Background: an optimization exercise with open tools, aiming at small area and a short achievable clock period. Do not read the settings as production practice.
The RTL was checked by simulation tests, not by an equivalence proof against the original design.
No driver is modelled on the clock port, so clocking that relies on it looks cheaper here than on a real chip.

run A:
## trk_lane_rx
module trk_lane_rx (
    input  wire        clk,
    input  wire        rst,           
    input  wire        blk_valid,
    input  wire [1:0]  blk_sh,        
    input  wire [63:0] blk_pl,        
    input  wire [2:0]  cfg_lane,
    input  wire [1:0]  cfg_step,
    output reg         locked,
    output reg         dat_valid,
    output wire [7:0]  dat_idx,
    output wire [63:0] dat_pl,
    output reg         hdr_valid,
    output reg         hdr_ok,
    output reg  [47:0] hdr_fcnt,
    output reg  [15:0] hdr_claim,
    output reg  [3:0]  hdr_ql,
    output reg  [1:0]  hdr_step,
    output reg  [2:0]  hdr_state,
    output reg  [7:0]  hdr_msg,
    output reg         crc_valid,
    output reg         crc_ok
);
    reg  [57:0]  hist;
    wire [121:0] sbits = {blk_pl, hist};
    reg  [63:0]  desc;
    integer k;
    always @* for (k = 0; k < 64; k = k + 1) desc[k] = sbits[58 + k] ^ sbits[19 + k] ^ sbits[k];
    reg        lk;          
    reg        prev_hdr;    
    reg        bad_prev;    
    reg        have_prev;   
    reg  [7:0] cnt;         
    reg  [1:0] win;         
    reg  [4:0] err;         
    reg [63:0] dreg;        
    reg        t1_b0;       
    reg        t1_b1;       
    reg        t1_sh;       
    reg        t1_ls;       
    reg        t1_se;       
    reg        ok0;         
  ...
For scale: roughly 970 cells after synthesis, about 230 I/O pins, ~0.013 mm2 of cells after synthesis.
Settings: LEC_CHECK=0, CAP_MARGIN=20, CORE_MARGIN=2, CORE_UTILIZATION=40, SLEW_MARGIN=20; clock period 13.5 ns.
standard.sh (not shown) runs the stock make flow with config.mk's settings and CLKGATE_MAP_FILE= SYNTH_SCRIPT=/design/flow/synth_recipe.tcl, a recipe that flattens the netlist after the stock synthesis.
==> flow/flow/run.sh <==
#!/bin/bash
# Layout: the standard ORFS flow (standard.sh) with extra make settings from flow/params.sh:
# a smaller port-buffer cell, timing repair aimed at a tighter setup margin, smaller clock-tree
# clusters, and a two-level clock tree (flow/cts_post.tcl), and the smallest buffer on input ports (flow/resize_pre.tcl).
set -euo pipefail
source flow/params.sh
bash standard.sh "${ARGS[@]}" "POST_CTS_TCL=$PWD/flow/cts_post.tcl" "PRE_RESIZE_TCL=$PWD/flow/resize_pre.tcl" finish > standard_flow.log 2>&1
==> flow/flow/cts_post.tcl <==
# After CTS: take out the H-tree's branch level and drive the leaf clock
# buffers from two root buffers on the clock port, each placed at the middle
# of its half of the leaves. Every flip-flop stays two like buffers from the
# clock port.
set block [ord::get_db_block]
set root [$block findInst clkbuf_0_clk]
if {$root != "NULL"} {
  set rootnet [[$root findITerm X] getNet]
  set clknet [[$root findITerm A] getNet]
  foreach inst [$block getInsts] {
    if {![string match "clkbuf_1_*" [$inst getName]]} { continue }
    if {[[$inst findITerm A] getNet] != $rootnet} { continue }
    set onet [[$inst findITerm X] getNet]
    foreach it [$onet getITerms] {
      if {[$it getInst] == $inst} { continue }
      $it disconnect
      $it connect $rootnet
    }
    puts "cts_post: removed [$inst getName]"
    odb::dbInst_destroy $inst
    odb::dbNet_destroy $onet
  }
  set leaves {}
  foreach it [$rootnet getITerms] { if {[$it getInst] != $root} { lappend leaves $it } }
  proc cmp_x {a b} { return [expr {[lindex [[$a getInst] getLocation] 0] - [lindex [[$b getInst] getLocation] 0]}] }
  set sorted [lsort -command cmp_x $leaves]
  set half [expr {[llength $sorted] / 2}]
  set root2 [odb::dbInst_create $block [$root getMaster] clkbuf_0b_clk]
  set net2 [odb::dbNet_create $block clknet_0b_clk]
  $net2 setSigType CLOCK
  [$root2 findITerm A] connect $clknet
  [$root2 findITerm X] connect $net2
  foreach it [lrange $sorted $half end] { $it disconnect; $it connect $net2 }
  foreach r [list $root $root2] n [list $rootnet $net2] {
    set sx 0; set sy 0; set k 0
    foreach it [$n getITerms] {
      if {[$it getInst] == $r} { continue }
      set l [[$it getInst] getLocation]
      incr sx [lindex $l 0]; incr sy [lindex $l 1]; incr k
    }
    $r setLocation [expr {$sx / $k}] [expr {$sy / $k}]
    $r setPlacementStatus PLACED
    puts "cts_post: [$r getName] drives $k leaves"
  }
  detailed_placement
  check_placement -verbose
  estimate_parasitics -placement
  report_clock_latency
}
==> flow/flow/params.sh <==
ARGS=("BUFFER_PORTS_ARGS=-buffer_cell sky130_fd_sc_hd__buf_2" SETUP_SLACK_MARGIN=9.7 TNS_END_PERCENT=0 CTS_CLUSTER_SIZE=25 CTS_CLUSTER_DIAMETER=100)
==> flow/flow/resize_pre.tcl <==
# Before repair_design: input ports get the smallest buffer; repair_design
# and repair_timing size them up where needed.
set block [ord::get_db_block]
set buf1 [[ord::get_db] findMaster sky130_fd_sc_hd__buf_1]
set n 0
foreach bt [$block getBTerms] {
  if {[$bt getIoType] != "INPUT"} { continue }
  set net [$bt getNet]
  if {$net == "NULL"} { continue }
  foreach it [$net getITerms] {
    set inst [$it getInst]
    if {[[$inst getMaster] getName] == "sky130_fd_sc_hd__buf_2" && [string match "input*" [$inst getName]]} {
      $inst swapMaster $buf1
      incr n
    }
  }
}
puts "resize_pre: $n input buffers set to buf_1"
What run B does differently from run A at the input level:
==> flow/flow/run.sh <==
#!/bin/bash
# Layout: the standard ORFS flow (standard.sh) with extra make settings from flow/params.sh:
# a smaller port-buffer cell, timing repair aimed at a tighter setup margin, smaller clock-tree
# clusters, and a two-level clock tree (flow/cts_post.tcl).
set -euo pipefail
source flow/params.sh
bash standard.sh "${ARGS[@]}" "POST_CTS_TCL=$PWD/flow/cts_post.tcl" finish > standard_flow.log 2>&1
removed: flow/flow/resize_pre.tcl
[summary]
On run B: wire length of the first global-routing pass is 330 um lower than what run A gave. Run B gives more cell area than run A did. ~same number of nets at the end of the flow in run B and run A. Hold slack essentially unchanged between run A and run B. In the reports for run B and run A, the larger violation count after the first detailed-routing iteration belongs to run B. Between run B and run A, the total detailed-routing wirelength figures differ only marginally.
The following lists how run C was set up differently from run B:
diff --git a/flow/flow/cts_post.tcl b/flow/flow/cts_post.tcl
--- a/flow/flow/cts_post.tcl
+++ b/flow/flow/cts_post.tcl
@@ -2,3 +2,3 @@
-# buffers from two root buffers on the clock port, each placed at the middle
-# of its half of the leaves. Every flip-flop stays two like buffers from the
-# clock port.
+# buffers from four root buffers on the clock port, one per quarter of the
+# leaves, each placed at the middle of its leaves. Every flip-flop stays two
+# like buffers from the clock port.
@@ -26,12 +26,24 @@
-  set sorted [lsort -command cmp_x $leaves]
-  set half [expr {[llength $sorted] / 2}]
-  set root2 [odb::dbInst_create $block [$root getMaster] clkbuf_0b_clk]
-  set net2 [odb::dbNet_create $block clknet_0b_clk]
-  $net2 setSigType CLOCK
-  [$root2 findITerm A] connect $clknet
-  [$root2 findITerm X] connect $net2
-  foreach it [lrange $sorted $half end] { $it disconnect; $it connect $net2 }
-  foreach r [list $root $root2] n [list $rootnet $net2] {
-    set sx 0; set sy 0; set k 0
-    foreach it [$n getITerms] {
-      if {[$it getInst] == $r} { continue }
+  proc cmp_y {a b} { return [expr {[lindex [[$a getInst] getLocation] 1] - [lindex [[$b getInst] getLocation] 1]}] }
+  set sx [lsort -command cmp_x $leaves]
+  set h [expr {[llength $sx] / 2}]
+  set groups {}
+  foreach part [list [lrange $sx 0 [expr {$h - 1}]] [lrange $sx $h end]] {
+    set sy [lsort -command cmp_y $part]
+    set q [expr {[llength $sy] / 2}]
+    lappend groups [lrange $sy 0 [expr {$q - 1}]] [lrange $sy $q end]
+  }
+  set i 0
+  foreach g $groups {
+    if {[llength $g] == 0} { continue }
+    if {$i == 0} {
+      set r $root; set n $rootnet
+    } else {
+      set r [odb::dbInst_create $block [$root getMaster] "clkbuf_0_${i}_clk"]
+      set n [odb::dbNet_create $block "clknet_0_${i}_clk"]
+      $n setSigType CLOCK
+      [$r findITerm A] connect $clknet
+      [$r findITerm X] connect $n
+    }
+    set sxx 0; set syy 0; set k 0
+    foreach it $g {
+      if {$i != 0} { $it disconnect; $it connect $n }
@@ -39 +51 @@
-      incr sx [lindex $l 0]; incr sy [lindex $l 1]; incr k
+      incr sxx [lindex $l 0]; incr syy [lindex $l 1]; incr k
@@ -41 +53 @@
-    $r setLocation [expr {$sx / $k}] [expr {$sy / $k}]
+    $r setLocation [expr {$sxx / $k}] [expr {$syy / $k}]
@@ -43,0 +56 @@
+    incr i
==> flow/flow/params.sh <==
ARGS=("BUFFER_PORTS_ARGS=-buffer_cell sky130_fd_sc_hd__buf_2" SETUP_SLACK_MARGIN=9.7 TNS_END_PERCENT=0 CTS_CLUSTER_SIZE=25 CTS_CLUSTER_DIAMETER=100 CORE_UTILIZATION=70 PLACE_DENSITY=0.8)
### Flow results
Run C against run B; die footprint is down by more than a quarter. Run C: met3 layer usage reported by global route is 3.0 points higher than what run B reported. There was hardly any difference in number of distinct library cell variants in the gate-level netlist after synthesis between run C and run B. Run B → run C: effective utilization at floorplan now larger. Worst hold slack after final layout: run C < run B. Compared with run B, run C shows via count that has gone up by a little under 10%. Run C — overall track demand over capacity in global routing 14 points higher, run B as reference. Compare run B and run C | routed length per instance higher: run C.

==> separate check: timing with driven ports <==
In the flow no input, the clock included, has a driving cell. The finished layouts below were timed again as built, in two steps.
Step 1 sets driving cells, clkbuf_16 on the clock port and buf_2 on the other inputs (assumed; they add their load-dependent delay and slew).
Step 2 moves the port delays by t, midway between the first and last clock arrival at a register: inputs arrive t later, outputs are due t later. That takes back most of the time a late clock gives input paths.
Slacks: ideal ports / drivers / drivers and shift; pairs: ideal ports / drivers.
run	t, ns	slack for setup (ns)	worst setup path after step 2	pins driven straight from the clock port
run A	0.423	9.712 / 9.647 / 9.352	input to register	2
run B	0.418	9.726 / 9.662 / 9.453	input to register	2
run C	0.413	9.639 / 9.644 / 9.305	input to register	4
After both steps setup and hold are still met in every run listed. For run A, which loses most, drivers alone change the setup slack by -0.065 ns; drivers and shift together by -0.360 ns.
